From an optimization exercise on the open Yosys and OpenROAD flow, aimed at small area, a short achievable clock period and few clock cycles per item; shortcuts taken in it are not production practice.
In this exercise RTL edits were held to simulation tests only and were not proved equivalent to the original.
No driver is modelled on the clock port, so clocking that relies on it looks cheaper here than on a real chip.

==> inputs of run a <==
// comp_blend
module comp_blend (
    input  wire         clk,
    input  wire         rst,          
    input  wire         in_valid,
    output wire         in_ready,
    input  wire [7:0]   l_en,         
    input  wire [63:0]  z_order,      
    input  wire [79:0]  g_alpha,      
    input  wire [35:0]  bg_colour,    
    input  wire [9:0]   bg_alpha,     
    input  wire [1:0]   depth_sel,    
    input  wire [1:0]   rot,          
    input  wire [2:0]   x_lo,         
    input  wire [2:0]   y_lo,         
    input  wire [287:0] l_colour,     
    input  wire [79:0]  l_alpha,      
    input  wire [7:0]   l_inside,     
    output wire         out_valid,
    input  wire         out_ready,
    output reg  [11:0]  out_c0,       
    output reg  [11:0]  out_c1,       
    output reg  [11:0]  out_c2,       
    output reg  [9:0]   out_alpha,    
    output reg  [9:0]   out_key       
);
clock: 50.0 ns
lec_check: 0
cap_margin: 20
core_margin: 2
core_utilization: 40
setup_slack_margin: 4
slew_margin: 20
standard.sh (not shown) runs the stock make flow with config.mk's settings and CLKGATE_MAP_FILE= SYNTH_SCRIPT=/design/flow/synth_recipe.tcl, a recipe that flattens the netlist after the stock synthesis.
==> flow/flow/run.sh <==
#!/bin/bash
# The standard layout, with every port buffered by a plain buf_1 instead of
# the buffer buffer_ports picks by itself (a slow delay cell).
set -euo pipefail
export BUFFER_PORTS_ARGS="-buffer_cell sky130_fd_sc_hd__buf_1"
bash standard.sh finish > standard.log 2>&1
==> run b (differences from run a) <==
==> flow/run.sh (new file) <==
#!/bin/bash
# synth_recipe.tcl (not shown) runs the flow's synth.tcl, then flattens the netlist and writes it again
# the make line also repeats each setting of config.mk as NAME=value (left out here)
make -C /OpenROAD-flow-scripts/flow DESIGN_CONFIG=/design/flow/config.mk WORK_HOME=/design/flow/orfs CLKGATE_MAP_FILE= SYNTH_SCRIPT=/design/flow/synth_recipe.tcl finish
removed: flow/flow/run.sh
removed: flow/standard.sh
==> qor summary <==
| item | run a | run b |
|---|---|---|
| Run status | finished clean | finished clean |
| End point of the worst hold path | dthr[2] | p2last |
| Capture instance of the worst register-to-register path | e0[11] | e2[12] |
| Number of nets at the end of the flow | 8,389 | 8,387 |
| Seq area share | 18.2% | 17.2% |
| Met2 layer wire length in the routed design | 99,900 um | 99,300 um |
| Length in cells of the worst reg-to-reg path | 43 | 42 |
| Max-slew headroom at the worst pin | 20.4% | 13.3% |
| Fraction of met2 tracks used by global routing | 48.0% | 47.8% |
| Fraction of final layout cells sized beyond drive strength 1 | 4.34% | 4.27% |
| Highest achievable clock rate | 0.0735 GHz | 0.0708 GHz |
| Number of buffers added by the clock tree synthesis step | 54 | 52 |
| Clk Latency, worst-skew pair | 0.68 ns | 0.67 ns |
| Clk_buf instances | 58 | 56 |
| Arr. time, crit path | 14.18 ns | 14.72 ns |
| Met1 Resource Use GR | 37.3% | 37.0% |
| Detailed-route via count | 49,407 | 49,140 |
| Detail Route met3 WL | 16,100 um | 16,200 um |
| Buffer share of cell area | 4.50% | 10.3% |
| Placer's final routability congestion estimate | 0.970 | 1.04 |
Testbench counts of run a, summed over its fixed seeds: cycles 6,865, items 2,400.
Testbench counts of run b, summed over its fixed seeds: cycles 6,865, items 2,400.

========
==> job 5020 <==
comp_blend, a different RTL version from the one above (not shown whole).
Settings: LEC_CHECK=0, CAP_MARGIN=20, CORE_MARGIN=2, CORE_UTILIZATION=40, SETUP_SLACK_MARGIN=4, SLEW_MARGIN=20; clock period 50.0 ns.
==> flow/flow/run.sh <==
#!/bin/bash
set -euo pipefail
here=$(cd "$(dirname "$0")" && pwd)
export BUFFER_PORTS_ARGS="-buffer_cell sky130_fd_sc_hd__buf_1"
export POST_CTS_TCL="$here/post_cts.tcl"
bash standard.sh finish > standard.log 2>&1
==> flow/flow/post_cts.tcl <==
# Extra setup repair after clock tree synthesis (sourced by ORFS's cts.tcl).
estimate_parasitics -placement
puts "post_cts: worst slack before [sta::worst_slack -max]"
repair_timing -setup -setup_margin 38 -skip_last_gasp -verbose
set result [catch { detailed_placement } msg]
if { $result != 0 } {
  error "Detailed placement failed after the extra repair: $msg"
}
check_placement -verbose
estimate_parasitics -placement
puts "post_cts: worst slack after [sta::worst_slack -max]"
==> job 329 (differences from job 5020) <==
--- a/flow/flow/post_cts.tcl
+++ b/flow/flow/post_cts.tcl
@@ -3,3 +3,3 @@
 puts "post_cts: worst slack before [sta::worst_slack -max]"
-repair_timing -setup -setup_margin 38 -skip_last_gasp -verbose
+repair_timing -setup -setup_margin 39 -skip_last_gasp -verbose
 set result [catch { detailed_placement } msg]
==> summary.txt <==
Status
  – Status: finished clean

Global routing
  – Wire length of the first global-routing pass: 304 mm
  – Met1 demand-to-capacity share in global routing: 0.368

STA
  – Post-route worst setup slack: 37,740 ps

Critical path
  – Worst r2r path cells: 54
  – Slack of the worst reg-to-reg path: 38,170 ps

Cells and area
  – NonClk Buf Share: 0.0700
  – Proportion of cell area occupied by multi-input gates: 0.632
  – Final core utilization: 0.470
That was job 329.
==> summary.txt <==
Cells and area
  – Final core utilization: 0.461
  – Proportion of cell area occupied by multi-input gates: 0.637

Critical path
  – Worst r2r path cells: 53

Status
  – Status: finished clean

STA
  – Post-route worst setup slack: 37,720 ps
That was job 5020.
Testbench counts of job 5020, summed over its fixed seeds: cycles 6,242, items 2,400.
Testbench counts of job 329, summed over its fixed seeds: cycles 6,242, items 2,400.

========
==> inputs of wip/delta <==
comp_blend, a different RTL version from the one above (not shown whole).
==> flow/config.mk <==
export PLATFORM = sky130hd
export DESIGN_NAME = comp_blend
export DESIGN_NICKNAME = comp_blend
export VERILOG_FILES = /design/flow/design.v
export SDC_FILE = /design/flow/constraint.sdc
export NUM_CORES = 4
export LEC_CHECK = 0
export CAP_MARGIN = 20
export CORE_MARGIN = 2
export CORE_UTILIZATION = 40
export SETUP_SLACK_MARGIN = 4
export SLEW_MARGIN = 20
==> flow/constraint.sdc <==
create_clock -name core_clock -period 50.0 [get_ports {clk}]
set_input_delay 10.0000 -clock core_clock [delete_from_list [all_inputs] [get_ports {clk}]]
set_output_delay 10.0000 -clock core_clock [all_outputs]
set_load 0.01 [all_outputs]
==> flow/flow/run.sh <==
#!/bin/bash
# The standard layout, with these changes in how it is made:
# - every port is buffered by a plain buf_1 (buffer_ports otherwise picks a
#   slow delay cell);
set -euo pipefail
here=$(cd "$(dirname "$0")" && pwd)
export BUFFER_PORTS_ARGS="-buffer_cell sky130_fd_sc_hd__buf_1"
export POST_CTS_TCL="$here/post_cts.tcl"
export POST_GLOBAL_ROUTE_TCL="$here/post_grt.tcl"
bash standard.sh finish > standard.log 2>&1
==> flow/flow/post_cts.tcl <==
# Extra setup repair after clock tree synthesis (sourced by ORFS's cts.tcl).
estimate_parasitics -placement
puts "post_cts: worst slack before [sta::worst_slack -max]"
repair_timing -setup -setup_margin 38.4 -skip_last_gasp -verbose
set result [catch { detailed_placement } msg]
if { $result != 0 } {
  error "Detailed placement failed after the extra repair: $msg"
}
check_placement -verbose
estimate_parasitics -placement
puts "post_cts: worst slack after [sta::worst_slack -max]"
==> flow/flow/post_grt.tcl <==
# Extra setup repair with global-route parasitics (sourced by ORFS's
# global_route.tcl after its own repair), then the incremental reroute and
# the route guides again, as global_route.tcl does after its repairs.
estimate_parasitics -global_routing
puts "post_grt: worst slack before [sta::worst_slack -max]"
global_route -start_incremental
repair_timing -setup -setup_margin 38.4 -skip_last_gasp -verbose
detailed_placement
global_route -end_incremental
check_placement -verbose
estimate_parasitics -global_routing
puts "post_grt: worst slack after [sta::worst_slack -max]"
write_guides $::env(RESULTS_DIR)/route.guide
==> inputs of wip/zinc, as changes to wip/delta <==
--- a/flow/design.v
+++ b/flow/design.v
@@ -53,21 +53,20 @@
                 2'd2:    reduce = s[12] ? 12'hFF0 : {s[11:4], 4'b0000};
                 default: reduce = v;
             endcase
         end
     endfunction
     integer ci, cj, mi, ai, si, sj;
     reg        think;         
     reg        rdy;           
-    reg        g1;            
+    reg        sf;            
     reg [2:0]  hca, hcb;      
     reg        nf;            
-    reg [7:0]  cnr;           
-    reg [7:0]  done;          
+    reg [7:0]  cnd;           
     reg [7:0]  blu [0:7];     
     reg [7:0]  blw [0:7];     
     integer bi, bj;
     always @* begin
         for (bi = 0; bi < 8; bi = bi + 1)
             for (bj = 0; bj < 8; bj = bj + 1)
                 blw[bi][bj] = (bi < bj) ? blu[bi][bj] : (bi > bj) ? ~blu[bj][bi] : 1'b0;
     end
@@ -85,28 +84,29 @@
     reg [9:0]  p2a;
     reg [35:0] p2c;
     reg [11:0] d0, d1, d2;    
     reg [9:0]  acc_a;
     reg [3:0]  dthr;
     reg [1:0]  ddsel;
     reg        dv;            
     reg        ov;            
-    wire acc = rdy | (g1 & ((hca[0] & hcb[2]) | (hca[1] & hcb[1]) | (hca[2] & hcb[0])));
+    wire acc = rdy | (nf & ~think & sf &
+                      ((hca[0] & hcb[2]) | (hca[1] & hcb[1]) | (hca[2] & hcb[0])));
     assign in_ready  = acc;
     assign out_valid = ov;
     wire stall = dv & ov & p2v & p2first;
     wire mv    = dv & ~ov;
     wire dv_n  = (p2v & p2last & ~stall) | (dv & ~mv);
     wire ov_n  = mv | (ov & ~out_ready);
     wire st_n  = p1v & p1first & dv_n & ov_n;
     wire st_g  = dv_n & ov_n & (stall ? (p2v & p2first) : (p1v & p1first));
     reg [7:0] cand, sel, rem, sel2, rem2;
     always @* begin
-        cand = cnr & ~done;
+        cand = cnd;
         for (ci = 0; ci < 8; ci = ci + 1) begin
             sel[ci] = cand[ci] & ~think;
             for (cj = 0; cj < 8; cj = cj + 1)
                 if (cj != ci && cand[cj] && !blw[ci][cj]) sel[ci] = 1'b0;
         end
         rem = cand & ~sel;
         for (ci = 0; ci < 8; ci = ci + 1) begin
             sel2[ci] = rem[ci] & ~think;
@@ -194,17 +194,17 @@
     wire [19:0] ky  = {acc_a, 10'd0} - {3'd0, acc_a, 7'd0} - {6'd0, acc_a, 4'd0}
                       - {8'd0, acc_a, 2'd0} + 20'd511;
     wire [10:0] kgs = {1'b0, ky[19:10]} + {1'b0, ky[9:0]} + 11'd1;
     wire [9:0]  key = 10'd64 + ky[19:10] + {9'd0, kgs[10]};
     always @(posedge clk) begin
         if (rst) begin
             think <= 1'b1;
             rdy   <= 1'b0;
-            g1    <= 1'b0;
+            sf    <= 1'b0;
             hv    <= 1'b0;
             p1v   <= 1'b0;
             p2v   <= 1'b0;
             dv    <= 1'b0;
             ov    <= 1'b0;
         end else begin
             if (!stall) begin
                 if (think) begin
@@ -220,48 +220,45 @@
                         hv    <= (rem != 8'd0);
                     end else begin
                         rdy   <= rem_le2 & ~st_n;
                     end
                 end
                 p2v <= p1v;
             end
             dv <= dv_n;
-            g1 <= ~stall & think & in_valid & ~st_g;
+            sf <= ~st_g;
             if (mv)
                 ov <= 1'b1;
             else if (out_ready)
                 ov <= 1'b0;
         end
     end
     always @(posedge clk) begin
-        cnr <= cnd_in;
-        hca <= le012(cnd_in[3:0]);
-        hcb <= le012(cnd_in[7:4]);
-        for (si = 0; si < 8; si = si + 1)
-            for (sj = si + 1; sj < 8; sj = sj + 1)
-                blu[si][sj] <= (z_order[8*si +: 8] <= z_order[8*sj +: 8]);
-    end
-    always @(posedge clk) begin
         if (!stall) begin
             if (think) begin
                 p1first <= 1'b0;
                 p1last  <= 1'b1;
                 p1p     <= hp;
                 p1g     <= hg;
                 p1c     <= hc;
                 nf      <= 1'b1;
-                done    <= 8'd0;
+                cnd     <= cnd_in;
+                hca     <= le012(cnd_in[3:0]);
+                hcb     <= le012(cnd_in[7:4]);
+                for (si = 0; si < 8; si = si + 1)
+                    for (sj = si + 1; sj < 8; sj = sj + 1)
+                        blu[si][sj] <= (z_order[8*si +: 8] <= z_order[8*sj +: 8]);
             end else begin
                 p1first <= nf;
                 p1last  <= acc & (rem == 8'd0);
                 p1p     <= s1p;
                 p1g     <= s1g;
                 p1c     <= s1c;
-                done    <= done | sel;
+                cnd     <= cnd & ~sel;
                 nf      <= 1'b0;
                 if (nf) begin
                     bgc   <= bg_colour;
                     bga   <= bg_alpha;
                     bthr  <= thr_in;
                     bdsel <= depth_sel;
                 end
                 if (acc) begin
==> flow/flow/run.sh (replaced) <==
#!/bin/bash
set -euo pipefail
here=$(cd "$(dirname "$0")" && pwd)
export BUFFER_PORTS_ARGS="-buffer_cell sky130_fd_sc_hd__buf_1"
export POST_CTS_TCL="$here/post_cts.tcl"
bash standard.sh finish > standard.log 2>&1
==> flow/flow/post_cts.tcl (replaced) <==
# Extra setup repair after clock tree synthesis (sourced by ORFS's cts.tcl).
estimate_parasitics -placement
puts "post_cts: worst slack before [sta::worst_slack -max]"
repair_timing -setup -setup_margin 37.8 -skip_last_gasp -verbose
set result [catch { detailed_placement } msg]
if { $result != 0 } {
  error "Detailed placement failed after the extra repair: $msg"
}
check_placement -verbose
estimate_parasitics -placement
puts "post_cts: worst slack after [sta::worst_slack -max]"
removed: flow/flow/post_grt.tcl
==> inputs of wip/ember, as changes to wip/delta <==
--- a/flow/design.v
+++ b/flow/design.v
@@ -53,21 +53,20 @@
                 2'd2:    reduce = s[12] ? 12'hFF0 : {s[11:4], 4'b0000};
                 default: reduce = v;
             endcase
         end
     endfunction
     integer ci, cj, mi, ai, si, sj;
     reg        think;         
     reg        rdy;           
-    reg        g1;            
+    reg        sf;            
     reg [2:0]  hca, hcb;      
     reg        nf;            
-    reg [7:0]  cnr;           
-    reg [7:0]  done;          
+    reg [7:0]  cnd;           
     reg [7:0]  blu [0:7];     
     reg [7:0]  blw [0:7];     
     integer bi, bj;
     always @* begin
         for (bi = 0; bi < 8; bi = bi + 1)
             for (bj = 0; bj < 8; bj = bj + 1)
                 blw[bi][bj] = (bi < bj) ? blu[bi][bj] : (bi > bj) ? ~blu[bj][bi] : 1'b0;
     end
@@ -85,28 +84,29 @@
     reg [9:0]  p2a;
     reg [35:0] p2c;
     reg [11:0] d0, d1, d2;    
     reg [9:0]  acc_a;
     reg [3:0]  dthr;
     reg [1:0]  ddsel;
     reg        dv;            
     reg        ov;            
-    wire acc = rdy | (g1 & ((hca[0] & hcb[2]) | (hca[1] & hcb[1]) | (hca[2] & hcb[0])));
+    wire acc = rdy | (nf & ~think & sf &
+                      ((hca[0] & hcb[2]) | (hca[1] & hcb[1]) | (hca[2] & hcb[0])));
     assign in_ready  = acc;
     assign out_valid = ov;
     wire stall = dv & ov & p2v & p2first;
     wire mv    = dv & ~ov;
     wire dv_n  = (p2v & p2last & ~stall) | (dv & ~mv);
     wire ov_n  = mv | (ov & ~out_ready);
     wire st_n  = p1v & p1first & dv_n & ov_n;
     wire st_g  = dv_n & ov_n & (stall ? (p2v & p2first) : (p1v & p1first));
     reg [7:0] cand, sel, rem, sel2, rem2;
     always @* begin
-        cand = cnr & ~done;
+        cand = cnd;
         for (ci = 0; ci < 8; ci = ci + 1) begin
             sel[ci] = cand[ci] & ~think;
             for (cj = 0; cj < 8; cj = cj + 1)
                 if (cj != ci && cand[cj] && !blw[ci][cj]) sel[ci] = 1'b0;
         end
         rem = cand & ~sel;
         for (ci = 0; ci < 8; ci = ci + 1) begin
             sel2[ci] = rem[ci] & ~think;
@@ -194,17 +194,17 @@
     wire [19:0] ky  = {acc_a, 10'd0} - {3'd0, acc_a, 7'd0} - {6'd0, acc_a, 4'd0}
                       - {8'd0, acc_a, 2'd0} + 20'd511;
     wire [10:0] kgs = {1'b0, ky[19:10]} + {1'b0, ky[9:0]} + 11'd1;
     wire [9:0]  key = 10'd64 + ky[19:10] + {9'd0, kgs[10]};
     always @(posedge clk) begin
         if (rst) begin
             think <= 1'b1;
             rdy   <= 1'b0;
-            g1    <= 1'b0;
+            sf    <= 1'b0;
             hv    <= 1'b0;
             p1v   <= 1'b0;
             p2v   <= 1'b0;
             dv    <= 1'b0;
             ov    <= 1'b0;
         end else begin
             if (!stall) begin
                 if (think) begin
@@ -220,48 +220,45 @@
                         hv    <= (rem != 8'd0);
                     end else begin
                         rdy   <= rem_le2 & ~st_n;
                     end
                 end
                 p2v <= p1v;
             end
             dv <= dv_n;
-            g1 <= ~stall & think & in_valid & ~st_g;
+            sf <= ~st_g;
             if (mv)
                 ov <= 1'b1;
             else if (out_ready)
                 ov <= 1'b0;
         end
     end
     always @(posedge clk) begin
-        cnr <= cnd_in;
-        hca <= le012(cnd_in[3:0]);
-        hcb <= le012(cnd_in[7:4]);
-        for (si = 0; si < 8; si = si + 1)
-            for (sj = si + 1; sj < 8; sj = sj + 1)
-                blu[si][sj] <= (z_order[8*si +: 8] <= z_order[8*sj +: 8]);
-    end
-    always @(posedge clk) begin
         if (!stall) begin
             if (think) begin
                 p1first <= 1'b0;
                 p1last  <= 1'b1;
                 p1p     <= hp;
                 p1g     <= hg;
                 p1c     <= hc;
                 nf      <= 1'b1;
-                done    <= 8'd0;
+                cnd     <= cnd_in;
+                hca     <= le012(cnd_in[3:0]);
+                hcb     <= le012(cnd_in[7:4]);
+                for (si = 0; si < 8; si = si + 1)
+                    for (sj = si + 1; sj < 8; sj = sj + 1)
+                        blu[si][sj] <= (z_order[8*si +: 8] <= z_order[8*sj +: 8]);
             end else begin
                 p1first <= nf;
                 p1last  <= acc & (rem == 8'd0);
                 p1p     <= s1p;
                 p1g     <= s1g;
                 p1c     <= s1c;
-                done    <= done | sel;
+                cnd     <= cnd & ~sel;
                 nf      <= 1'b0;
                 if (nf) begin
                     bgc   <= bg_colour;
                     bga   <= bg_alpha;
                     bthr  <= thr_in;
                     bdsel <= depth_sel;
                 end
                 if (acc) begin
==> flow/flow/run.sh (replaced) <==
#!/bin/bash
set -euo pipefail
here=$(cd "$(dirname "$0")" && pwd)
export BUFFER_PORTS_ARGS="-buffer_cell sky130_fd_sc_hd__buf_1"
export POST_CTS_TCL="$here/post_cts.tcl"
bash standard.sh finish > standard.log 2>&1
removed: flow/flow/post_grt.tcl
==> qor summary <==
Run status: wip/delta complete, no violations; wip/zinc complete, no violations; wip/ember complete, no violations
Highest net fanout along the worst path: wip/delta 2; wip/zinc 5; wip/ember 4
Wire length of the first global-routing pass: wip/delta 291 mm; wip/zinc 288 mm; wip/ember 290 mm
CP Capture Type: wip/delta output pin; wip/zinc flop; wip/ember flop
Number of non-clock buffers in the layout: wip/delta 871; wip/zinc 724; wip/ember 780
Worst Setup SP: wip/delta hca[0]; wip/zinc g_alpha[36]; wip/ember z_order[0]
Reg-to-reg endpoint: wip/delta d0[11]; wip/zinc d0[11]; wip/ember d0[7]
Number of antenna violations at the first check in global routing: wip/delta 42; wip/zinc 44; wip/ember 40
Synthesized netlist net count: wip/delta 6985; wip/zinc 7031; wip/ember 7031
Detailed Route WL: wip/delta 199 mm; wip/zinc 193 mm; wip/ember 194 mm
Starting density of the core: wip/delta 40.4%; wip/zinc 40.4%; wip/ember 40.4%
Core region area: wip/delta 124000 µm²; wip/zinc 126000 µm²; wip/ember 126000 µm²
Detail Route met3 WL: wip/delta 15.4 mm; wip/zinc 14.6 mm; wip/ember 14.2 mm
Post-route design area: wip/delta 59100 µm²; wip/zinc 57300 µm²; wip/ember 58400 µm²
Half-perimeter wire length after placement: wip/delta 152 mm; wip/zinc 151 mm; wip/ember 151 mm
Count of flip-flops with a built-in enable after synthesis: wip/delta 331; wip/zinc 365; wip/ember 365
Critical path buffers and inverters: wip/delta 1; wip/zinc 2; wip/ember 4
Setup slack, reg-to-reg: wip/delta 38.63 ns; wip/zinc 37.78 ns; wip/ember 38.28 ns
Count of multi-input combinational gates: wip/delta 3894; wip/zinc 3948; wip/ember 3948
Cell area after technology mapping: wip/delta 50100 µm²; wip/zinc 50900 µm²; wip/ember 50900 µm²
Slowest cell delay on critical path: wip/delta 0.80 ns; wip/zinc 0.81 ns; wip/ember 0.40 ns
Fraction of layout instances using a drive strength above 1: wip/delta 11.7%; wip/zinc 6.40%; wip/ember 9.38%
Routed length on met2: wip/delta 95.0 mm; wip/zinc 92.2 mm; wip/ember 93.2 mm
Routed vias/inst: wip/delta 5.90; wip/zinc 5.82; wip/ember 5.83
Invs w/o clock: wip/delta 821; wip/zinc 816; wip/ember 816
Testbench counts of wip/delta, summed over its fixed seeds: cycles 6,242, items 2,400.
Testbench counts of wip/zinc, summed over its fixed seeds: cycles 6,242, items 2,400.
Testbench counts of wip/ember, summed over its fixed seeds: cycles 6,242, items 2,400.

## re-timing with driven ports
The flow's constraints put no driver on any port. The routed layouts listed below were extracted and timed again, unchanged, in two steps.
Step 1 sets driving cells, clkbuf_16 on the clock port and buf_2 on the other inputs (assumed; they add their load-dependent delay and slew).
Step 2 also shifts input and output timing later by t, the mid clock arrival at the registers, as if the neighbouring blocks saw the same clock.
Three values: ideal ports, drivers, drivers and shift; two values: the first two.
run	shift t [ns]	setup WS [ns]	clock arrival spread, ns	worst register clock-pin slew, ns	worst data-port slew with drivers (ns)
run a	0.747	36.399 / 36.467 / 35.720	0.035 / 0.034	0.07 / 0.07	0.23
run b	0.744	35.874 / 35.942 / 35.198	0.049 / 0.049	0.07 / 0.07	0.20
job 5020	0.706	37.724 / 37.745 / 37.039	0.047 / 0.047	0.06 / 0.06	0.34
job 329	0.708	37.744 / 37.767 / 37.059	0.042 / 0.041	0.06 / 0.06	0.37
wip/delta	0.721	37.873 / 37.777 / 37.397	0.040 / 0.040	0.07 / 0.07	0.38
wip/zinc	0.722	37.491 / 37.558 / 36.836	0.035 / 0.035	0.06 / 0.06	0.39
wip/ember	0.722	37.875 / 37.793 / 37.207	0.033 / 0.033	0.06 / 0.06	0.39
After both steps every run listed still meets setup and hold.
